Source: an optimization exercise on an open RTL-to-GDS flow (aim: small area, a short achievable clock period and few clock cycles per item). Production flows keep margins and buffers that such runs may drop. Function was checked by simulation only, so behaviour that the tests miss may differ from the original. Power and IR drop assume default switching activity.

--- flow/config.mk ---
export PLATFORM = sky130hd
export DESIGN_NAME = gate_fit
export DESIGN_NICKNAME = gate_fit
export VERILOG_FILES = /design/flow/design.v
export SDC_FILE = /design/flow/constraint.sdc
export NUM_CORES = 8
export LEC_CHECK = 0
export CAP_MARGIN = 20
export CORE_MARGIN = 2
export CORE_UTILIZATION = 25
export PLACE_DENSITY = 0.45
export SLEW_MARGIN = 20
--- flow/constraint.sdc ---
create_clock -name core_clock -period 10.0 [get_ports {clk}]
set_input_delay 2.0000 -clock core_clock [delete_from_list [all_inputs] [get_ports {clk}]]
set_output_delay 2.0000 -clock core_clock [all_outputs]
set_load 0.01 [all_outputs]
--- flow/design.v ---
module gate_fit (
    input  wire         clk,
    input  wire         rst,
    input  wire         in_valid,
    output wire         in_ready,
    input  wire [31:0]  n,
    input  wire [79:0]  t1,
    input  wire [111:0] t2,
    output reg          out_valid,
    output reg  [63:0]  p,
    output reg  [63:0]  a,
    output reg  [63:0]  f
);
    localparam W = 256;
    localparam [18:0] F_MUL = 19'd390625;
    localparam [1:0] S_IDLE = 2'd0,
                     S_LOAD = 2'd1,
                     S_RUN  = 2'd2,
                     S_DONE = 2'd3;
    localparam [1:0] I_ZERO  = 2'd0,
                     I_ACC   = 2'd1,
                     I_SHL21 = 2'd2;
    reg [1:0]   state;
    reg [4:0]   step;
    reg [7:0]   cnt;
    reg [31:0]  r_n;
    reg [79:0]  r_t1;
    reg [111:0] r_t2;
    reg [63:0]  r_k1;
    reg [63:0]  r_n2;
    reg [127:0] r_den;
    reg [159:0] r_nd;
    reg [151:0] r_num;
    reg [W-1:0] acc;       
    reg [W-1:0] mcand;     
    reg [127:0] mplier;    
    reg [64:0]  quo;       
    reg         e_sub;     
    reg         e_div;     
    assign in_ready = (state == S_IDLE);
    reg [1:0]   op_init;
    reg [W-1:0] op_mcand;
    reg [127:0] op_mplier;
    reg [7:0]   op_cnt;
    reg         op_sub;
    reg         op_div;
    reg         op_last;
    always @(*) begin
        op_init   = I_ZERO;
        op_mcand  = {W{1'b0}};
        op_mplier = 128'd0;
        op_cnt    = 8'd1;
        op_sub    = 1'b0;
        op_div    = 1'b0;
        op_last   = 1'b0;
        case (step)
            5'd0: begin op_mcand = {{(W-32){1'b0}}, r_n};   op_mplier = {96'd0, r_n - 32'd1};  op_cnt = 8'd32; end
            5'd1: begin op_mcand = {{(W-32){1'b0}}, r_n};   op_mplier = {96'd0, r_n};          op_cnt = 8'd32; end
            5'd2: begin op_mcand = {{(W-64){1'b0}}, r_n2};  op_mplier = {64'd0, r_n2 - 64'd1}; op_cnt = 8'd64; end
            5'd3: begin op_mcand = {{(W-128){1'b0}}, r_den}; op_mplier = {96'd0, r_n};         op_cnt = 8'd32; end
            5'd4: begin op_mcand = {{(W-112){1'b0}}, r_t2}; op_mplier = {96'd0, r_n};          op_cnt = 8'd32; end
            5'd5: begin op_init = I_ACC; op_sub = 1'b1;
                        op_mcand = {{(W-80){1'b0}}, r_t1};  op_mplier = {64'd0, r_k1};         op_cnt = 8'd64; end
            5'd6: begin op_mcand = acc;                     op_mplier = 128'd12;               op_cnt = 8'd4;  end
            5'd7: begin op_mcand = {{(W-128){1'b0}}, r_den}; op_mplier = {48'd0, r_t1};        op_cnt = 8'd80; end
            5'd8: begin op_init = I_ACC; op_sub = 1'b1;
                        op_mcand = {{(W-152){1'b0}}, r_num}; op_mplier = {64'd0, r_k1};        op_cnt = 8'd64; end
            5'd9: begin op_init = I_SHL21;
                        op_mcand = {{(W-160){1'b0}}, r_nd}; op_mplier = 128'd1; end
            5'd10: begin op_init = I_ACC;
                        op_mcand = {{(W-224){1'b0}}, r_nd, 64'd0}; op_mplier = 128'd1; end
            5'd11: begin op_init = I_ACC; op_div = 1'b1; op_sub = 1'b1;
                        op_mcand = {{(W-225){1'b0}}, r_nd, 65'd0}; op_cnt = 8'd65; end
            5'd12: begin op_mcand = {{(W-173){1'b0}}, r_num, 21'd0}; op_mplier = 128'd1; end
            5'd13: begin op_init = I_ACC;
                        op_mcand = {{(W-128){1'b0}}, r_den}; op_mplier = 128'd1; end
            5'd14: begin op_init = I_ACC; op_div = 1'b1; op_sub = 1'b1;
                        op_mcand = {{(W-193){1'b0}}, r_den, 65'd0}; op_cnt = 8'd65; end
            5'd15: begin op_mcand = {{(W-175){1'b0}}, r_den, 47'd0}; op_mplier = {109'd0, F_MUL}; op_cnt = 8'd19; end
            5'd16: begin op_init = I_ACC;
                        op_mcand = {{(W-152){1'b0}}, r_num}; op_mplier = 128'd1; end
            5'd17: begin op_init = I_ACC; op_div = 1'b1; op_sub = 1'b1; op_last = 1'b1;
                        op_mcand = {{(W-217){1'b0}}, r_num, 65'd0}; op_cnt = 8'd65; end
            default: ;
        endcase
    end
    wire [W-1:0] addend = e_div ? mcand : (mplier[0] ? mcand : {W{1'b0}});
    wire [W:0]   sum    = e_sub ? ({1'b0, acc} + {1'b0, ~addend} + {{W{1'b0}}, 1'b1})
                                : ({1'b0, acc} + {1'b0, addend});
    wire         no_borrow = sum[W];    
    always @(posedge clk) begin
        if (rst) begin
            state     <= S_IDLE;
            step      <= 5'd0;
            cnt       <= 8'd0;
            out_valid <= 1'b0;
        end else begin
            out_valid <= 1'b0;
            case (state)
                S_IDLE: begin
                    if (in_valid) begin
                        r_n  <= n;
                        r_t1 <= t1;
                        r_t2 <= t2;
                        step <= 5'd0;
                        if (n < 32'd2) begin
                            p     <= 64'd0;
                            a     <= 64'd0;
                            f     <= 64'd0;
                            state <= S_DONE;
                        end else begin
                            state <= S_LOAD;
                        end
                    end
                end
                S_LOAD: begin
                    case (op_init)
                        I_ZERO:  acc <= {W{1'b0}};
                        I_SHL21: acc <= {acc[W-22:0], 21'd0};
                        default: ;
                    endcase
                    mcand  <= op_mcand;
                    mplier <= op_mplier;
                    cnt    <= op_cnt;
                    e_sub  <= op_sub;
                    e_div  <= op_div;
                    quo    <= 65'd0;
                    state  <= S_RUN;
                end
                S_RUN: begin
                    if (e_div) begin
                        if (no_borrow)
                            acc <= sum[W-1:0];
                        quo   <= {quo[63:0], no_borrow};
                        mcand <= {1'b0, mcand[W-1:1]};
                    end else begin
                        acc    <= sum[W-1:0];
                        mcand  <= {mcand[W-2:0], 1'b0};
                        mplier <= {1'b0, mplier[127:1]};
                    end
                    cnt <= cnt - 8'd1;
                    if (cnt == 8'd1) begin
                        state <= S_LOAD;
                        step  <= step + 5'd1;
                        case (step)
                            5'd0: r_k1  <= sum[64:1];
                            5'd1: r_n2  <= sum[63:0];
                            5'd2: r_den <= sum[127:0];
                            5'd3: r_nd  <= sum[159:0];
                            5'd6: r_num <= sum[151:0];
                            5'd11: a <= {~quo[62], quo[61:0], no_borrow};
                            5'd14: p <= {quo[62:0], no_borrow};
                            5'd17: begin
                                if (r_num == 152'd0)
                                    f <= 64'd0;
                                else if (quo[63])
                                    f <= {64{1'b1}};
                                else
                                    f <= {quo[62:0], no_borrow};
                            end
                            default: ;
                        endcase
                        if (op_last)
                            state <= S_DONE;
                    end
                end
                S_DONE: begin
                    out_valid <= 1'b1;
                    state     <= S_IDLE;
                end
                default: state <= S_IDLE;
            endcase
        end
    end
endmodule
--- flow/run.sh ---
#!/bin/bash
# synth_recipe.tcl (not shown) runs the flow's synth.tcl, then flattens the netlist and writes it again
# the make line also repeats each setting of config.mk as NAME=value (left out here)
make -C /OpenROAD-flow-scripts/flow DESIGN_CONFIG=/design/flow/config.mk WORK_HOME=/design/flow/orfs CLKGATE_MAP_FILE= SYNTH_SCRIPT=/design/flow/synth_recipe.tcl finish
==> metrics.cfg <==
[power]
leakagePower_nw = 45.4
ir_drop_mv = 0.204
powerDensity_nw_per_um2 = 303
fin_total_pwr_mw = 41.1

[final_layout]
syn2layout_area_growth_pct = 16.5
fin_cells = 19100
nNetsFinal = 13500
final_cell_mix = 1642 x edfxtp_1, 1179 x a21oi_1, 1044 x nand2_1, 799 x nor2_1, 769 x o21ai_0
drive_above_1_share = 0.0695
fin_area_um2 = 136000
mostFrequentLayoutCell = edfxtp_1
fillers = 49300
utilization = 0.292

[die]
initial_core_util = 0.251
io_pins = 421
die_w_um = 686
dieArea_um2 = 471000
rows = 250
die_h_um = 686
coreArea_um2 = 463000

[yosys]
syn_area_um2 = 116000
syn-instance-count = 12500
synth_nets = 13300
synth-async-reset-ratio = 0
synth_area_per_cell_um2 = 9.29
yosysSeqAreaShare = 0.427
ys_types = 110
synth_flop_cell = edfxtp_1
synth_enable_flop_cells = 1642
ys_warn_count = 1
synth-seq-cells = 1658

[critical_path]
r2r_end = acc[253]
rr_worst_depth = 20
end_kind = flip-flop
arrival_ps = 9470
worstPathRequired_ps = 10670
critPathMaxFanout = 49
r2r_slack_ps = 1200
start_kind = flip-flop
crit_type = flip-flop to flip-flop
timing.rr.start = e_div

[global_route]
grt_usage = 0.326
antenna_found_initial = 97
grt_max_degree = 152
grt.overflow.total = 0
grt_pass1_wl_um = 1050000
grt_pass1_vias = 112000

[clock_network]
cts_setup_buffers = 0
cts-resized-gates = 0
cts_made_buffers = 203
htree_levels = 4
clockBufferDepth = 4
cts_hold_buf = 0
cts_tree = yes
cts_sinks = 1658
cts-root-buf = clkbuf_16
clkTransAtPathRegs_ps = 60
clk_latency_ps = 990

[timing]
fmax_mhz = 114
setup_violations = 0
fin_crit_ps = 8800
finalCritPeriodShare = 0.880
drv_slew = 0
rsz0062_at_grt = false
finalHoldViolations = 0
finClkSkew_ps = 134
maxSlewHeadroom = 0.0694
fin_setup_tns_ps = 0
fin_ws_ps = 1200
worst_hold_slack_ps = 493
worst_slew_pin_slew_ps = 1380

[hold_path]
holdPathStages = 2
hp-class = flip-flop to flip-flop
hp-start = mplier[50]
holdPathEnd = mplier[49]

[routing]
drt-total-wl_um = 805000
routed_via_density = 6.25
drt_iter0_drc = 19500
drc = 0
num_vias = 119000
ant_nets = 0
first_pass_iters = 15
wl_per_cell_um = 42.2

[run_status]
status = no timing/DRC/antenna violations

[placed_design]
dp_slack_ps = 1560
place_area_um2 = 129000
place.detailed.hpwl_um = 649000
io_buffers = 420
dp.cells = 18700
gp_congestion = 1.08

[job]
maxCapViolCount = 0

-- final cells by class --
| class | count | area [um^2] | share of cell area |
|---|---|---|---|
| multi-input combinational | 9460 | 62100 | 0.458 |
| sequential | 1658 | 49600 | 0.366 |
| clock inverter | 125 | 1180 | 0.00874 |
| tap | 6174 | 7720 | 0.0570 |
| antenna | 46 | 115 | 0.000850 |
| clock buffer | 241 | 5260 | 0.0388 |
| timing repair buffer | 776 | 7150 | 0.0527 |
| inverter | 616 | 2330 | 0.0172 |
-- cells by family (layout without fill, tap and decap cells) --
kind of cell / count (synthesis) / in the layout / synth area share
multiplexers: 286 / 286 / 0.0247
adder cells (fa/ha/maj): 530 / 530 / 0.0572
flip-flops: 1658 / 1658 / 0.427
other: 0 / 46 / 0
AND/OR/NAND/NOR: 3858 / 3858 / 0.164
XOR/XNOR: 316 / 316 / 0.0238
buffers and inverters: 1393 / 1758 / 0.0455
AO/OA/AOI/OAI: 4470 / 4470 / 0.258
-- Yosys cell counts (68+ instances only) --
cell,count,area share
a211oi_1,83,0.0054
a21boi_0,70,0.0045
a21o_1,136,0.0088
a21oi_1,1185,0.051
a221oi_1,152,0.011
a222oi_1,271,0.023
a22o_1,250,0.019
a22oi_1,317,0.020
a31oi_1,89,0.0048
and2_1,457,0.025
and3_1,115,0.0062
buf_1,81,0.0026
clkbuf_1,651,0.021
edfxtp_1,1642,0.42
ha_1,528,0.057
inv_1,612,0.020
mux2i_1,283,0.024
nand2_1,1045,0.034
nand2b_1,71,0.0038
nand3_1,218,0.0094
nand4_1,297,0.016
nor2_1,807,0.026
nor2b_1,87,0.0047
nor3_1,255,0.011
nor4_1,318,0.017
o211ai_1,68,0.0044
o21a_1,141,0.0091
o21ai_0,772,0.033
o21bai_1,211,0.014
o22ai_1,225,0.012
o31ai_1,197,0.013
xnor2_1,261,0.020
-- worst max path at each step --
stage          start  endpoint  slack, ps
6_report       e_div  acc[253]       1200
4_1_cts        e_div  acc[238]       1500
5_1_grt        e_div  acc[238]       1070
3_5_place_dp   e_div  acc[206]       1560
3_3_place_gp   e_div  acc[206]        590
2_1_floorplan    rst  r_num[0]        630
-- state kept, by name, summed over array words and instances (netlist names), 80 cells and up --
name	flops
acc	256
mcand	256
mplier	80
r_den	128
r_nd	160
r_num	152
r_t1	80
r_t2	112
-- routing by layer --
metal  vias to the layer above  GRT usage  wire [um]
met4                        30      0.240      72000
li1                      48700          -          -
met3                      1876     0.0793      78400
met1                     61000      0.402     307000
met5                         -          0        195
met2                      7750      0.497     348000
-- worst max-delay path, stage by stage, from the launching register on --
cell,delay (ps)
edfxtp_1,360
or2_4,520
buf_12,300
buf_4,430
and2_1,240
ha_1,480
nand4_1,300
nand2b_1,290
nor3_1,400
nand4_1,160
or4_1,590
nor4_2,900
nand4_1,250
nor2_1,720
nor2_1,420
nor3_1,350
nor3_1,240
nor3_1,760
a21oi_1,190
xnor2_1,180
a221o_1,330
-- where the power goes --
group          switching [mW]  internal (mW)  leakage (nW)
clock                    3.32           4.16          3.14
sequential               1.67           9.85          15.3
combinational            16.5           5.59          27.0
total                    21.5           19.6          45.4
Testbench counts, summed over its fixed seeds: cycles 123,464, items 192.

## static timing again, ports no longer ideal
In the flow no input, the clock included, has a driving cell. The finished layout below was timed again as built, in two steps. Step 1 (the two cells are an assumption about what drives the block):
set clk [get_ports {clk}]
set_driving_cell -lib_cell sky130_fd_sc_hd__clkbuf_16 $clk
set_driving_cell -lib_cell sky130_fd_sc_hd__buf_2 [delete_from_list [all_inputs] $clk]
Step 2 times the ports against the registers' clock, not the clock port: input delays grow and output delays shrink by t, the midpoint of the rising clock arrivals with the driver on. Slacks: ideal / step 1 / step 2; pairs: ideal / step 1.
t (ns): 1.061
setup slack, ns: 1.198 / 1.198 / 1.198
worst hold slack (ns): 0.493 / 0.493 / 0.493
slew at the worst register clock pin (ns): 0.08 / 0.08
worst data-port slew with drivers (ns): 0.12
After both steps this run still meets setup and hold. The setup slack of this run moves by 0.000 ns with the drivers and by 0.000 ns with both steps.
